Background: an optimization exercise with open tools, aiming at small area, a short achievable clock period and few clock cycles. Do not read the settings as production practice.
At most, simulation tests tie the RTL to the original design; equivalence was not proved.

==> yarrow: inputs <==
==> flow/design.v <==
module pvc_encoder (
    input  wire        clk,
    input  wire        rst,
    input  wire        in_valid,
    output reg         in_ready,
    input  wire [19:0] in_x,
    input  wire [19:0] in_last,
    input  wire [19:0] in_desc,
    input  wire        in_force,
    input  wire        in_eob,
    output reg         r_valid,
    output reg  [19:0] r_value,
    output reg         w_valid,
    input  wire        w_ready,
    output wire [19:0] w_data,
    output reg         w_last,
    output reg  [13:0] w_bits
);
    localparam integer T = 43;           
    localparam integer N = T + 24;       
    integer i;
    reg        v0, f0, e0;
    reg [19:0] x0, l0, d0;
    reg [6:0]  sxa0;                      
    reg [6:0]  sxb0;                      
    reg        v1, e1;
    reg [20:0] g1;                        
    reg [4:0]  s1;                        
    reg [4:0]  w1;                        
    reg        k1;                        
    reg [N-1:0] buffer;
    reg [6:0]   cnt;                      
    reg [2:0]   lastpos;                  
    reg         ok;                       
    reg [13:0]  bacc;                     
    reg         en0;                      
    wire en1 = !v1 || ok;                 
    wire ins = v1 && ok;
    always @(posedge clk) begin
        if (en0) begin
            x0 <= in_x;
            l0 <= in_last;
            d0 <= in_desc;
            f0 <= in_force;
            e0 <= in_eob;
            sxa0 <= {1'b0, in_x[5:0]} + {1'b0, ~in_last[5:0]} + 7'd1;
            sxb0 <= {1'b0, in_x[11:6]} + {1'b0, ~in_last[11:6]};
        end
    end
    wire [2:0]  mode  = d0[19:17];
    wire        sg    = d0[16];
    wire [3:0]  q     = d0[15:12];
    wire [11:0] dband = d0[11:0];
    wire m_ex = (mode == 3'd0);
    wire m_dl = (mode == 3'd1);
    wire m_bd = (mode == 3'd2);
    wire m_db = (mode == 3'd3);
    wire m_bb = !(m_ex | m_dl | m_bd | m_db);
    wire [11:0] qmask = ~(12'hfff << q);
    wire [11:0] half  = qmask & ~{1'b0, qmask[11:1]};
    reg [15:0] rbv, lsbv, stkv, all1v;
    always @* begin
        for (i = 0; i < 16; i = i + 1) begin
            rbv[i]   = (i >= 1 && i <= 12) ? x0[(i >= 1) ? i - 1 : 0] : 1'b0;
            lsbv[i]  = (i <= 12) ? x0[i] : 1'b0;
            stkv[i]  = (i >= 2 && i <= 12) ? |(x0[11:0] & ((12'd1 << ((i >= 1) ? i - 1 : 0)) - 12'd1)) : 1'b0;
            all1v[i] = (i <= 12) ? &(x0[18:0] | ((19'd1 << i) - 19'd1)) : 1'b0;
        end
    end
    wire [19:0] xo   = x0 | {8'd0, qmask};
    wire        rb   = rbv[q];
    wire        lsb  = lsbv[q];
    wire        stk  = stkv[q];
    wire        up   = rb & (stk | lsb);
    wire        clampblk = all1v[q] & (sg ? ~x0[19] : x0[19]);
    wire        up2  = up & ~clampblk;
    wire [19:0] inc  = xo + 20'd1;
    wire [19:0] vp   = up2 ? inc : (x0 & ~{8'd0, qmask});
    wire [6:0]  sxm  = sxb0 + {6'd0, sxa0[6]};
    wire [11:0] sxl0 = {sxm[5:0], sxa0[5:0]};
    wire        sxc0 = sxm[6];
    wire [8:0]  shi  = {sg & x0[19], x0[19:12]} + ~{sg & l0[19], l0[19:12]} + {8'd0, sxc0};
    wire [8:0]  ship = shi + 9'd1;
    wire [8:0]  shim = shi - 9'd1;
    wire [20:0] sx0  = {shi, sxl0};
    wire [11:0] xnl  = ~x0[11:0];
    wire [12:0] svul = {1'b0, sxl0} + {1'b0, qmask & xnl} + 13'd1;
    wire [12:0] svdl = {1'b0, sxl0} + {1'b0, xnl | ~qmask} + 13'd1;
    wire [20:0] svu  = {svul[12] ? ship : shi, svul[11:0]};
    wire [20:0] svd  = {svdl[12] ? shi : shim, svdl[11:0]};
    wire [20:0] sv   = up2 ? svu : svd;
    wire [19:0] dlt  = sx0[19:0];
    function automatic absgt(input [20:0] v, input [11:0] d);
        absgt = v[20] ? (~(&v[19:12]) | (~v[11:0] >= d))
                      : ((|v[19:12]) | (v[11:0] > d));
    endfunction
    wire        pass_x = absgt(sx0, dband);
    wire        pass_u = absgt(svu, dband);
    wire        pass_d = absgt(svd, dband);
    wire        pass   = f0 | (m_bb ? (up2 ? pass_u : pass_d) : pass_x);
    wire        keep   = !(m_db | m_bb) | pass;
    wire [19:0] dmag = dlt ^ {20{dlt[19]}};
    reg  [4:0]  n;
    always @* begin
        n = 5'd1;
        for (i = 0; i < 19; i = i + 1)
            if (dmag[i]) n = i[4:0] + 5'd2;
    end
    wire        dsmall = (dmag[18:14] == 5'd0);
    reg  [14:0] dmask;
    always @* begin
        dmask[0] = 1'b1;
        for (i = 1; i < 15; i = i + 1)
            dmask[i] = |(dmag[13:0] >> (i - 1));
    end
    reg [20:0] g;
    reg [4:0]  sa;
    reg [4:0]  w;
    always @* begin
        g = {1'b0, x0}; sa = 5'd12; w = 5'd20;
        if (m_dl) begin
            if (dsmall) begin
                g = {1'b0, dlt & {5'd0, dmask}, n[3:0]};
                w = n + 5'd4;
            end else begin
                sa = 5'd16;                   
                w = 5'd24;
            end
        end else if (m_bd) begin
            g = {1'b0, vp}; sa = 5'd12 - {1'b0, q}; w = 5'd20 - {1'b0, q};
        end else if (m_db) begin
            g = {x0, 1'b1};
            w = 5'd21;
        end else if (m_bb) begin
            g = {1'b0, vp | {8'd0, half}};
            sa = 5'd13 - {1'b0, q};
            w = 5'd21 - {1'b0, q};
        end
    end
    wire [19:0] r = keep ? ((m_bd | m_bb) ? vp : x0) : l0;
    always @(posedge clk) begin
        r_value <= r;
        if (en1) begin
            g1 <= g;
            s1 <= sa;
            w1 <= w;
            k1 <= keep;
            e1 <= e0;
        end
    end
    wire [6:0]    sh    = cnt + {2'd0, s1};
    wire [20:0]   g1g   = g1 & {21{ins & k1}};
    wire [4:0]    wk    = k1 ? w1 : 5'd1;
    wire [N+32:0] big   = {{N{1'b0}}, g1g, 12'd0} << sh;
    wire [N-1:0]  insv  = big[N+23:24];
    wire [N-1:0]  b1    = buffer | insv;
    wire [N-1:0]  bsh   = w_valid ? {20'd0, b1[N-1:20]} : b1;
    wire [N-1:0]  bnext = w_ready ? bsh : b1;
    wire [6:0]    csum  = cnt + {2'd0, wk};
    wire [2:0]    cw    = (csum > 7'd60) ? 3'd4 : (csum > 7'd40) ? 3'd3 :
                          (csum > 7'd20) ? 3'd2 : 3'd1;
    wire [6:0]    cround = (csum > 7'd60) ? 7'd80 : (csum > 7'd40) ? 7'd60 :
                           (csum > 7'd20) ? 7'd40 : 7'd20;
    wire          eins  = ins && e1;
    wire [6:0]    c1    = ins ? (e1 ? cround : csum) : cnt;
    wire [2:0]    lp1   = eins ? cw : lastpos;
    wire          v1next = en1 ? v0 : v1;
    wire          e1next = en1 ? e0 : e1;
    wire [6:0]    c1e   = c1 - 7'd20;
    wire [2:0]    lp1e  = (lp1 != 3'd0) ? lp1 - 3'd1 : 3'd0;
    wire          ok_n  = (c1 <= T) && !(e1next && (lp1 != 3'd0));
    wire          ok_e  = (c1e <= T) && !(e1next && (lp1e != 3'd0));
    wire [6:0]    cnext = w_ready ? (w_valid ? c1e : c1) : c1;
    wire [2:0]    lpnext = w_ready ? (w_valid ? lp1e : lp1) : lp1;
    wire          oknext = w_ready ? (w_valid ? ok_e : ok_n) : ok_n;
    wire          wv_n  = (c1 >= 7'd20);
    wire          wv_e  = w_valid ? (c1e >= 7'd20) : wv_n;
    wire          wl_n  = (lp1 == 3'd1);
    wire          wl_e  = w_valid ? (lp1e == 3'd1) : wl_n;
    wire          v0next = in_ready ? in_valid : v0;
    assign w_data = buffer[19:0];
    wire [13:0]   bsum  = bacc + {9'd0, wk};
    always @(posedge clk) begin
        if (eins)
            w_bits <= bsum;
    end
    always @(posedge clk) begin
        if (rst) begin
            v0       <= 1'b0;
            v1       <= 1'b0;
            in_ready <= 1'b0;
            en0      <= 1'b1;
            ok       <= 1'b1;
            buffer   <= {N{1'b0}};
            cnt      <= 7'd0;
            lastpos  <= 3'd0;
            w_valid  <= 1'b0;
            w_last   <= 1'b0;
            bacc     <= 14'd0;
            r_valid  <= 1'b0;
        end else begin
            v0       <= v0next;
            v1       <= v1next;
            ok       <= oknext;
            in_ready <= !v0next || !v1next || oknext;
            en0      <= !(v0next && v1next && !oknext);
            r_valid  <= v0 && en1;
            buffer   <= bnext;
            cnt      <= cnext;
            lastpos  <= lpnext;
            w_valid  <= w_ready ? wv_e : wv_n;
            w_last   <= w_ready ? wl_e : wl_n;
            if (ins)
                bacc <= e1 ? 14'd0 : bsum;
        end
    end
endmodule
==> flow/flow/run.sh <==
#!/bin/bash
# Standard ORFS layout; setup repair aims below the clock period (the SDC is
# unchanged, only repair_timing's margin). Extra make settings, one per line,
# come from flow/knobs.txt.
set -euo pipefail
cd "$(dirname "$0")/.."
mapfile -t KNOBS < flow/knobs.txt
bash standard.sh synth > synth.log 2>&1
bash standard.sh "${KNOBS[@]}" finish > layout.log 2>&1
==> flow/flow/knobs.txt <==
SETUP_SLACK_MARGIN=13.0
BUFFER_PORTS_ARGS=-buffer_cell sky130_fd_sc_hd__buf_2
==> flow/standard.sh <==
#!/bin/bash
# synth_recipe.tcl (not shown) runs the flow's synth.tcl, then flattens the netlist and writes it again
# the make line also repeats each setting of config.mk as NAME=value (left out here)
make -C /OpenROAD-flow-scripts/flow DESIGN_CONFIG=/design/flow/config.mk WORK_HOME=/design/flow/orfs CLKGATE_MAP_FILE= SYNTH_SCRIPT=/design/flow/synth_recipe.tcl "${@:-finish}"
==> flow/config.mk <==
export PLATFORM = sky130hd
export DESIGN_NAME = pvc_encoder
export DESIGN_NICKNAME = pvc_encoder
export VERILOG_FILES = /design/flow/design.v
export SDC_FILE = /design/flow/constraint.sdc
export NUM_CORES = 4
export LEC_CHECK = 0
export ABC_AREA = 1
export CAP_MARGIN = 20
export CORE_MARGIN = 2
export CORE_UTILIZATION = 40
export CTS_BUF_LIST = sky130_fd_sc_hd__clkbuf_8
export CTS_CLUSTER_SIZE = 30
export SLEW_MARGIN = 20
==> flow/constraint.sdc <==
create_clock -name core_clock -period 18.0 [get_ports {clk}]
set_input_delay 3.6000 -clock core_clock [delete_from_list [all_inputs] [get_ports {clk}]]
set_output_delay 3.6000 -clock core_clock [all_outputs]
set_load 0.01 [all_outputs]
==> inputs of amber, as changes to yarrow <==
--- a/flow/design.v
+++ b/flow/design.v
@@ -154,5 +154,5 @@
     wire [N+32:0] big   = {{N{1'b0}}, g1g, 12'd0} << sh;
     wire [N-1:0]  insv  = big[N+23:24];
-    wire [N-1:0]  b1    = buffer | insv;
+    wire [N-1:0]  b1    = (cnt == 7'd0) ? insv : (buffer | insv);
     wire [N-1:0]  bsh   = w_valid ? {20'd0, b1[N-1:20]} : b1;
     wire [N-1:0]  bnext = w_ready ? bsh : b1;
@@ -184,4 +184,5 @@
         if (eins)
             w_bits <= bsum;
+        buffer <= bnext;
     end
     always @(posedge clk) begin
@@ -192,5 +193,4 @@
             en0      <= 1'b1;
             ok       <= 1'b1;
-            buffer   <= {N{1'b0}};
             cnt      <= 7'd0;
             lastpos  <= 3'd0;
@@ -206,5 +206,4 @@
             en0      <= !(v0next && v1next && !oknext);
             r_valid  <= v0 && en1;
-            buffer   <= bnext;
             cnt      <= cnext;
             lastpos  <= lpnext;
==> flow/flow/run.sh (replaced) <==
#!/bin/bash
# ORFS layout through the standard.sh. The synthesis keeps the standard
# register inference and only maps the logic differently (settings in
# flow/synth_knobs.txt, one per line); setup repair then aims below the clock
# period (flow/knobs.txt). The SDC is unchanged.
set -euo pipefail
cd "$(dirname "$0")/.."
mapfile -t SKNOBS < flow/synth_knobs.txt
mapfile -t KNOBS < flow/knobs.txt
bash standard.sh "${SKNOBS[@]}" synth > synth.log 2>&1
bash standard.sh "${KNOBS[@]}" finish > layout.log 2>&1
==> flow/flow/knobs.txt (replaced) <==
SETUP_SLACK_MARGIN=13.2
BUFFER_PORTS_ARGS=-buffer_cell sky130_fd_sc_hd__buf_2
CTS_ARGS=-sink_clustering_enable -repair_clock_nets -sink_clustering_size 16 -sink_clustering_max_diameter 70 -buf_list sky130_fd_sc_hd__clkbuf_8 -dont_use_dummy_load
==> flow/flow/synth_knobs.txt (new file) <==
ADDER_MAP_FILE=
SYNTH_OPERATIONS_ARGS=-noshare
Settings changed: CTS_BUF_LIST sky130_fd_sc_hd__clkbuf_8 to unset, CTS_CLUSTER_SIZE 30 to unset.
==> inputs of harbor, as changes to yarrow <==
--- a/flow/design.v
+++ b/flow/design.v
@@ -22,11 +22,9 @@
     reg        v0, f0, e0;
     reg [19:0] x0, l0, d0;
-    reg [6:0]  sxa0;                      
-    reg [6:0]  sxb0;                      
+    reg [20:0] sx0;                       
     reg        v1, e1;
     reg [20:0] g1;                        
     reg [4:0]  s1;                        
     reg [4:0]  w1;                        
-    reg        k1;                        
     reg [N-1:0] buffer;
     reg [6:0]   cnt;                      
@@ -44,6 +42,5 @@
             f0 <= in_force;
             e0 <= in_eob;
-            sxa0 <= {1'b0, in_x[5:0]} + {1'b0, ~in_last[5:0]} + 7'd1;
-            sxb0 <= {1'b0, in_x[11:6]} + {1'b0, ~in_last[11:6]};
+            sx0 <= {in_desc[16] & in_x[19], in_x} - {in_desc[16] & in_last[19], in_last};
         end
     end
@@ -77,27 +74,16 @@
     wire [19:0] inc  = xo + 20'd1;
     wire [19:0] vp   = up2 ? inc : (x0 & ~{8'd0, qmask});
-    wire [6:0]  sxm  = sxb0 + {6'd0, sxa0[6]};
-    wire [11:0] sxl0 = {sxm[5:0], sxa0[5:0]};
-    wire        sxc0 = sxm[6];
-    wire [8:0]  shi  = {sg & x0[19], x0[19:12]} + ~{sg & l0[19], l0[19:12]} + {8'd0, sxc0};
-    wire [8:0]  ship = shi + 9'd1;
-    wire [8:0]  shim = shi - 9'd1;
-    wire [20:0] sx0  = {shi, sxl0};
     wire [11:0] xnl  = ~x0[11:0];
-    wire [12:0] svul = {1'b0, sxl0} + {1'b0, qmask & xnl} + 13'd1;
-    wire [12:0] svdl = {1'b0, sxl0} + {1'b0, xnl | ~qmask} + 13'd1;
-    wire [20:0] svu  = {svul[12] ? ship : shi, svul[11:0]};
-    wire [20:0] svd  = {svdl[12] ? shi : shim, svdl[11:0]};
-    wire [20:0] sv   = up2 ? svu : svd;
+    wire [21:0] svu  = {sx0, 1'b1} + {9'd0, qmask & xnl, 1'b1};
+    wire [21:0] svd  = {sx0, 1'b1} + {9'h1ff, xnl | ~qmask, 1'b1};
+    wire [20:0] sv   = up2 ? svu[21:1] : svd[21:1];
+    wire [20:0] s    = m_bb ? sv : sx0;
     wire [19:0] dlt  = sx0[19:0];
-    function automatic absgt(input [20:0] v, input [11:0] d);
-        absgt = v[20] ? (~(&v[19:12]) | (~v[11:0] >= d))
-                      : ((|v[19:12]) | (v[11:0] > d));
-    endfunction
-    wire        pass_x = absgt(sx0, dband);
-    wire        pass_u = absgt(svu, dband);
-    wire        pass_d = absgt(svd, dband);
-    wire        pass   = f0 | (m_bb ? (up2 ? pass_u : pass_d) : pass_x);
-    wire        keep   = !(m_db | m_bb) | pass;
+    wire        sneg   = s[20];
+    wire        gt_pos = (s[11:0] > dband);
+    wire        ge_neg = (~s[11:0] >= dband);
+    wire        p_pos  = (|s[19:12]) | gt_pos;
+    wire        p_neg  = ~(&s[19:12]) | ge_neg;
+    wire        pass   = f0 | (sneg ? p_neg : p_pos);
     wire [19:0] dmag = dlt ^ {20{dlt[19]}};
     reg  [4:0]  n;
@@ -130,13 +116,13 @@
             g = {1'b0, vp}; sa = 5'd12 - {1'b0, q}; w = 5'd20 - {1'b0, q};
         end else if (m_db) begin
-            g = {x0, 1'b1};
-            w = 5'd21;
+            g = pass ? {x0, 1'b1} : 21'd0;
+            w = pass ? 5'd21 : 5'd1;
         end else if (m_bb) begin
-            g = {1'b0, vp | {8'd0, half}};
+            g = pass ? {1'b0, vp | {8'd0, half}} : 21'd0;
             sa = 5'd13 - {1'b0, q};
-            w = 5'd21 - {1'b0, q};
+            w = pass ? (5'd21 - {1'b0, q}) : 5'd1;
         end
     end
-    wire [19:0] r = keep ? ((m_bd | m_bb) ? vp : x0) : l0;
+    wire [19:0] r = ((m_db | m_bb) & !pass) ? l0 : ((m_bd | m_bb) ? vp : x0);
     always @(posedge clk) begin
         r_value <= r;
@@ -145,17 +131,15 @@
             s1 <= sa;
             w1 <= w;
-            k1 <= keep;
             e1 <= e0;
         end
     end
     wire [6:0]    sh    = cnt + {2'd0, s1};
-    wire [20:0]   g1g   = g1 & {21{ins & k1}};
-    wire [4:0]    wk    = k1 ? w1 : 5'd1;
+    wire [20:0]   g1g   = g1 & {21{ins}};
     wire [N+32:0] big   = {{N{1'b0}}, g1g, 12'd0} << sh;
     wire [N-1:0]  insv  = big[N+23:24];
+    wire          emit  = w_valid && w_ready;
     wire [N-1:0]  b1    = buffer | insv;
-    wire [N-1:0]  bsh   = w_valid ? {20'd0, b1[N-1:20]} : b1;
-    wire [N-1:0]  bnext = w_ready ? bsh : b1;
-    wire [6:0]    csum  = cnt + {2'd0, wk};
+    wire [N-1:0]  bnext = emit ? {20'd0, b1[N-1:20]} : b1;
+    wire [6:0]    csum  = cnt + {2'd0, w1};
     wire [2:0]    cw    = (csum > 7'd60) ? 3'd4 : (csum > 7'd40) ? 3'd3 :
                           (csum > 7'd20) ? 3'd2 : 3'd1;
@@ -165,4 +149,6 @@
     wire [6:0]    c1    = ins ? (e1 ? cround : csum) : cnt;
     wire [2:0]    lp1   = eins ? cw : lastpos;
+    wire [6:0]    cnext = emit ? c1 - 7'd20 : c1;
+    wire [2:0]    lpnext = (emit && lp1 != 3'd0) ? lp1 - 3'd1 : lp1;
     wire          v1next = en1 ? v0 : v1;
     wire          e1next = en1 ? e0 : e1;
@@ -171,14 +157,8 @@
     wire          ok_n  = (c1 <= T) && !(e1next && (lp1 != 3'd0));
     wire          ok_e  = (c1e <= T) && !(e1next && (lp1e != 3'd0));
-    wire [6:0]    cnext = w_ready ? (w_valid ? c1e : c1) : c1;
-    wire [2:0]    lpnext = w_ready ? (w_valid ? lp1e : lp1) : lp1;
-    wire          oknext = w_ready ? (w_valid ? ok_e : ok_n) : ok_n;
-    wire          wv_n  = (c1 >= 7'd20);
-    wire          wv_e  = w_valid ? (c1e >= 7'd20) : wv_n;
-    wire          wl_n  = (lp1 == 3'd1);
-    wire          wl_e  = w_valid ? (lp1e == 3'd1) : wl_n;
+    wire          oknext = emit ? ok_e : ok_n;
     wire          v0next = in_ready ? in_valid : v0;
     assign w_data = buffer[19:0];
-    wire [13:0]   bsum  = bacc + {9'd0, wk};
+    wire [13:0]   bsum  = bacc + {9'd0, w1};
     always @(posedge clk) begin
         if (eins)
@@ -209,6 +189,6 @@
             cnt      <= cnext;
             lastpos  <= lpnext;
-            w_valid  <= w_ready ? wv_e : wv_n;
-            w_last   <= w_ready ? wl_e : wl_n;
+            w_valid  <= emit ? (c1e >= 7'd20) : (c1 >= 7'd20);
+            w_last   <= emit ? (lp1e == 3'd1) : (lp1 == 3'd1);
             if (ins)
                 bacc <= e1 ? 14'd0 : bsum;
==> flow/flow/knobs.txt (replaced) <==
SETUP_SLACK_MARGIN=12.5
BUFFER_PORTS_ARGS=-buffer_cell sky130_fd_sc_hd__buf_2
==> inputs of maple, as changes to yarrow <==
--- a/flow/design.v
+++ b/flow/design.v
@@ -26,5 +26,5 @@
     reg        v1, e1;
     reg [20:0] g1;                        
-    reg [4:0]  s1;                        
+    reg [3:0]  s1;                        
     reg [4:0]  w1;                        
     reg        k1;                        
@@ -59,19 +59,10 @@
     wire [11:0] qmask = ~(12'hfff << q);
     wire [11:0] half  = qmask & ~{1'b0, qmask[11:1]};
-    reg [15:0] rbv, lsbv, stkv, all1v;
-    always @* begin
-        for (i = 0; i < 16; i = i + 1) begin
-            rbv[i]   = (i >= 1 && i <= 12) ? x0[(i >= 1) ? i - 1 : 0] : 1'b0;
-            lsbv[i]  = (i <= 12) ? x0[i] : 1'b0;
-            stkv[i]  = (i >= 2 && i <= 12) ? |(x0[11:0] & ((12'd1 << ((i >= 1) ? i - 1 : 0)) - 12'd1)) : 1'b0;
-            all1v[i] = (i <= 12) ? &(x0[18:0] | ((19'd1 << i) - 19'd1)) : 1'b0;
-        end
-    end
     wire [19:0] xo   = x0 | {8'd0, qmask};
-    wire        rb   = rbv[q];
-    wire        lsb  = lsbv[q];
-    wire        stk  = stkv[q];
+    wire        rb   = |(x0[11:0] & half);
+    wire        lsb  = |(x0[12:1] & half);
+    wire        stk  = |(x0[11:0] & qmask & ~half);
     wire        up   = rb & (stk | lsb);
-    wire        clampblk = all1v[q] & (sg ? ~x0[19] : x0[19]);
+    wire        clampblk = (&xo[18:0]) & (sg ? ~x0[19] : x0[19]);
     wire        up2  = up & ~clampblk;
     wire [19:0] inc  = xo + 20'd1;
@@ -81,22 +72,14 @@
     wire        sxc0 = sxm[6];
     wire [8:0]  shi  = {sg & x0[19], x0[19:12]} + ~{sg & l0[19], l0[19:12]} + {8'd0, sxc0};
-    wire [8:0]  ship = shi + 9'd1;
-    wire [8:0]  shim = shi - 9'd1;
     wire [20:0] sx0  = {shi, sxl0};
+    wire [19:0] dlt  = sx0[19:0];
     wire [11:0] xnl  = ~x0[11:0];
-    wire [12:0] svul = {1'b0, sxl0} + {1'b0, qmask & xnl} + 13'd1;
-    wire [12:0] svdl = {1'b0, sxl0} + {1'b0, xnl | ~qmask} + 13'd1;
-    wire [20:0] svu  = {svul[12] ? ship : shi, svul[11:0]};
-    wire [20:0] svd  = {svdl[12] ? shi : shim, svdl[11:0]};
-    wire [20:0] sv   = up2 ? svu : svd;
-    wire [19:0] dlt  = sx0[19:0];
-    function automatic absgt(input [20:0] v, input [11:0] d);
-        absgt = v[20] ? (~(&v[19:12]) | (~v[11:0] >= d))
-                      : ((|v[19:12]) | (v[11:0] > d));
-    endfunction
-    wire        pass_x = absgt(sx0, dband);
-    wire        pass_u = absgt(svu, dband);
-    wire        pass_d = absgt(svd, dband);
-    wire        pass   = f0 | (m_bb ? (up2 ? pass_u : pass_d) : pass_x);
+    wire [11:0] evl  = up2 ? (qmask & xnl) : (xnl | ~qmask);
+    wire [12:0] svl  = {1'b0, sxl0} + {1'b0, evl} + 13'd1;
+    wire [8:0]  svh  = shi + {9{~up2}} + {8'd0, svl[12]};
+    wire [20:0] sv   = {svh, svl[11:0]};
+    wire [20:0] s    = m_bb ? sv : sx0;
+    wire        pass   = f0 | (s[20] ? (~(&s[19:12]) | (~s[11:0] >= dband))
+                                     : ((|s[19:12]) | (s[11:0] > dband)));
     wire        keep   = !(m_db | m_bb) | pass;
     wire [19:0] dmag = dlt ^ {20{dlt[19]}};
@@ -115,24 +98,25 @@
     end
     reg [20:0] g;
-    reg [4:0]  sa;
+    reg [3:0]  sa;
     reg [4:0]  w;
     always @* begin
-        g = {1'b0, x0}; sa = 5'd12; w = 5'd20;
+        g = {x0, m_db}; sa = 4'd11; w = 5'd20;
         if (m_dl) begin
             if (dsmall) begin
                 g = {1'b0, dlt & {5'd0, dmask}, n[3:0]};
+                sa = 4'd12;
                 w = n + 5'd4;
             end else begin
-                sa = 5'd16;                   
+                sa = 4'd15;                   
                 w = 5'd24;
             end
         end else if (m_bd) begin
-            g = {1'b0, vp}; sa = 5'd12 - {1'b0, q}; w = 5'd20 - {1'b0, q};
+            g = {1'b0, vp}; sa = 4'd12 - q; w = 5'd20 - {1'b0, q};
         end else if (m_db) begin
-            g = {x0, 1'b1};
+            sa = 4'd12;
             w = 5'd21;
         end else if (m_bb) begin
             g = {1'b0, vp | {8'd0, half}};
-            sa = 5'd13 - {1'b0, q};
+            sa = 4'd13 - q;
             w = 5'd21 - {1'b0, q};
         end
@@ -149,10 +133,10 @@
         end
     end
-    wire [6:0]    sh    = cnt + {2'd0, s1};
+    wire [6:0]    sh    = cnt + {3'd0, s1};
     wire [20:0]   g1g   = g1 & {21{ins & k1}};
     wire [4:0]    wk    = k1 ? w1 : 5'd1;
     wire [N+32:0] big   = {{N{1'b0}}, g1g, 12'd0} << sh;
     wire [N-1:0]  insv  = big[N+23:24];
-    wire [N-1:0]  b1    = buffer | insv;
+    wire [N-1:0]  b1    = (cnt == 7'd0) ? insv : (buffer | insv);
     wire [N-1:0]  bsh   = w_valid ? {20'd0, b1[N-1:20]} : b1;
     wire [N-1:0]  bnext = w_ready ? bsh : b1;
@@ -184,4 +168,5 @@
         if (eins)
             w_bits <= bsum;
+        buffer <= bnext;
     end
     always @(posedge clk) begin
@@ -192,5 +177,4 @@
             en0      <= 1'b1;
             ok       <= 1'b1;
-            buffer   <= {N{1'b0}};
             cnt      <= 7'd0;
             lastpos  <= 3'd0;
@@ -206,5 +190,4 @@
             en0      <= !(v0next && v1next && !oknext);
             r_valid  <= v0 && en1;
-            buffer   <= bnext;
             cnt      <= cnext;
             lastpos  <= lpnext;
==> flow/flow/run.sh (replaced) <==
#!/bin/bash
# ORFS layout through the standard.sh. The synthesis keeps the standard
# register inference and only maps the logic differently (settings in
# flow/synth_knobs.txt, one per line); setup repair then aims below the clock
# period (flow/knobs.txt). The SDC is unchanged.
set -euo pipefail
cd "$(dirname "$0")/.."
mapfile -t SKNOBS < flow/synth_knobs.txt
mapfile -t KNOBS < flow/knobs.txt
bash standard.sh "${SKNOBS[@]}" synth > synth.log 2>&1
bash standard.sh "${KNOBS[@]}" finish > layout.log 2>&1
==> flow/flow/knobs.txt (replaced) <==
SETUP_SLACK_MARGIN=13.2
BUFFER_PORTS_ARGS=-buffer_cell sky130_fd_sc_hd__buf_2
CTS_ARGS=-sink_clustering_enable -repair_clock_nets -sink_clustering_size 20 -sink_clustering_max_diameter 80 -buf_list sky130_fd_sc_hd__clkbuf_16 -dont_use_dummy_load
==> flow/flow/synth_knobs.txt (new file) <==
ADDER_MAP_FILE=
SYNTH_OPERATIONS_ARGS=-noshare
Settings changed: CORE_UTILIZATION 40 to 55, CTS_BUF_LIST sky130_fd_sc_hd__clkbuf_8 to unset, CTS_CLUSTER_SIZE 30 to unset, PLACE_DENSITY set to 0.7.
==> impl_metrics.tcl <==
set metrics [dict create \
    status "no timing/DRC/antenna violations" \
    grtUsageMet3 0.04103 \
    synth_area_leaders "edfxtp_1 (21%), nand2_1 (15%), dfxtp_1 (13%)" \
    nets 2997 \
    wl_met1_microns 28470 \
    tightest_slew_ns 1.043 \
    place_inst 3284 \
    hold_path_startpoint "l0[15]$_DFFE_PP_" \
    whs_endpoint "r_value[15]$_DFF_P_" \
    synth.distinct_cells 56 \
    synthTopCellsByCount "nand2_1 (717), inv_1 (322), nor2_1 (272), o21ai_0 (220), a21oi_1 (144)" \
    whs_ns 0.4391 \
    most-common-layout-cells "nand2_1 (705), inv_1 (328), nor2_1 (261)" \
]
(the above is from harbor)
==> impl_metrics.tcl <==
set metrics [dict create \
    num_rows 62 \
    wl_met1_microns 19500 \
    tightest_slew_ns 0.9974 \
    status "no timing/DRC/antenna violations" \
    reg_top3 "buffer (67), g1 (21)" \
    hold_path_startpoint "bacc[8]$_SDFFE_PP0P_" \
    fin_ws_ns 13.32 \
    nets 2522 \
    most-common-layout-cells "nand2_1 (731), inv_1 (273), o21ai_0 (189)" \
    grtUsageMet3 0.03242 \
    synth.distinct_cells 58 \
    synthTopCellsByCount "nand2_1 (757), inv_1 (276), o21ai_0 (190), nor2_1 (182), nand3_1 (178)" \
    whs_endpoint "bacc[8]$_SDFFE_PP0P_" \
    synth_area_leaders "edfxtp_1 (23%), nand2_1 (18%), dfxtp_1 (15%)" \
    place_inst 2772 \
    area_growth_syn_to_layout_pct 13.07 \
]
(the above is from maple)
==> impl_metrics.tcl <==
set metrics [dict create \
    place_inst 3199 \
    synthTopCellsByCount "nand2_1 (738), inv_1 (305), o21ai_0 (235), nor2_1 (227), nand3_1 (197)" \
    most-common-layout-cells "nand2_1 (737), inv_1 (303), o21ai_0 (235)" \
    whs_endpoint "r_value[0]$_DFF_P_" \
    grt_pass1_wl_microns 84610 \
    status "no timing/DRC/antenna violations" \
    whs_ns 0.4659 \
    track_usage 0.2357 \
    synth.distinct_cells 64 \
    grtUsageMet3 0.03442 \
    nets 2722 \
    hpwl_microns 40960 \
    fill_cells 4594 \
    wl_met1_microns 22500 \
    finalInstanceArea_sq_mm 0.01874 \
]
(the above is from amber)
==> impl_metrics.tcl <==
set metrics [dict create \
    status "no timing/DRC/antenna violations" \
    nets 2966 \
    hold_path_startpoint "l0[7]$_DFFE_PP_" \
    tightest_slew_ns 1.151 \
    grtUsageMet3 0.04169 \
    place_inst 3249 \
    wl_met1_microns 27150 \
    synth.distinct_cells 70 \
]
(the above is from yarrow)
Testbench counts of yarrow, summed over its fixed seeds: cycles 33,907.
Testbench counts of amber, summed over its fixed seeds: cycles 33,907.
Testbench counts of harbor, summed over its fixed seeds: cycles 33,907.
For maple, only the layout was checked, not whether the RTL still works.

[port drivers added, routing unchanged]
Ports are ideal in the flow. The routed layouts listed here were re-timed in OpenROAD.
Step 1 assumes that a clkbuf_16 drives the clock port and a buf_2 every other input.
Step 2 adds t to the input delays and takes it off the output delays; t is the mean of the earliest and latest rising clock arrival at the registers after step 1. Input paths then give back, and output paths get back, about the clock's delay inside the block.
a / b / c = no drivers / after step 1 / after step 2; a / b = the first two.
run	t (ns)	setup WS [ns]	hold slack, ns	worst setup path at the end
yarrow	0.683	12.967 / 12.967 / 12.538	0.454 / 0.454 / 0.454	input to register
amber	0.627	13.269 / 13.220 / 12.672	0.466 / 0.466 / 0.466	input to register
harbor	0.692	12.488 / 12.494 / 11.802	0.439 / 0.439 / 0.439	input to register
maple	0.545	13.318 / 13.275 / 12.856	0.470 / 0.470 / 0.470	input to register
After both steps every run listed still meets setup and hold. For harbor, which loses most, drivers alone change the setup slack by +0.006 ns; drivers and shift together by -0.686 ns.
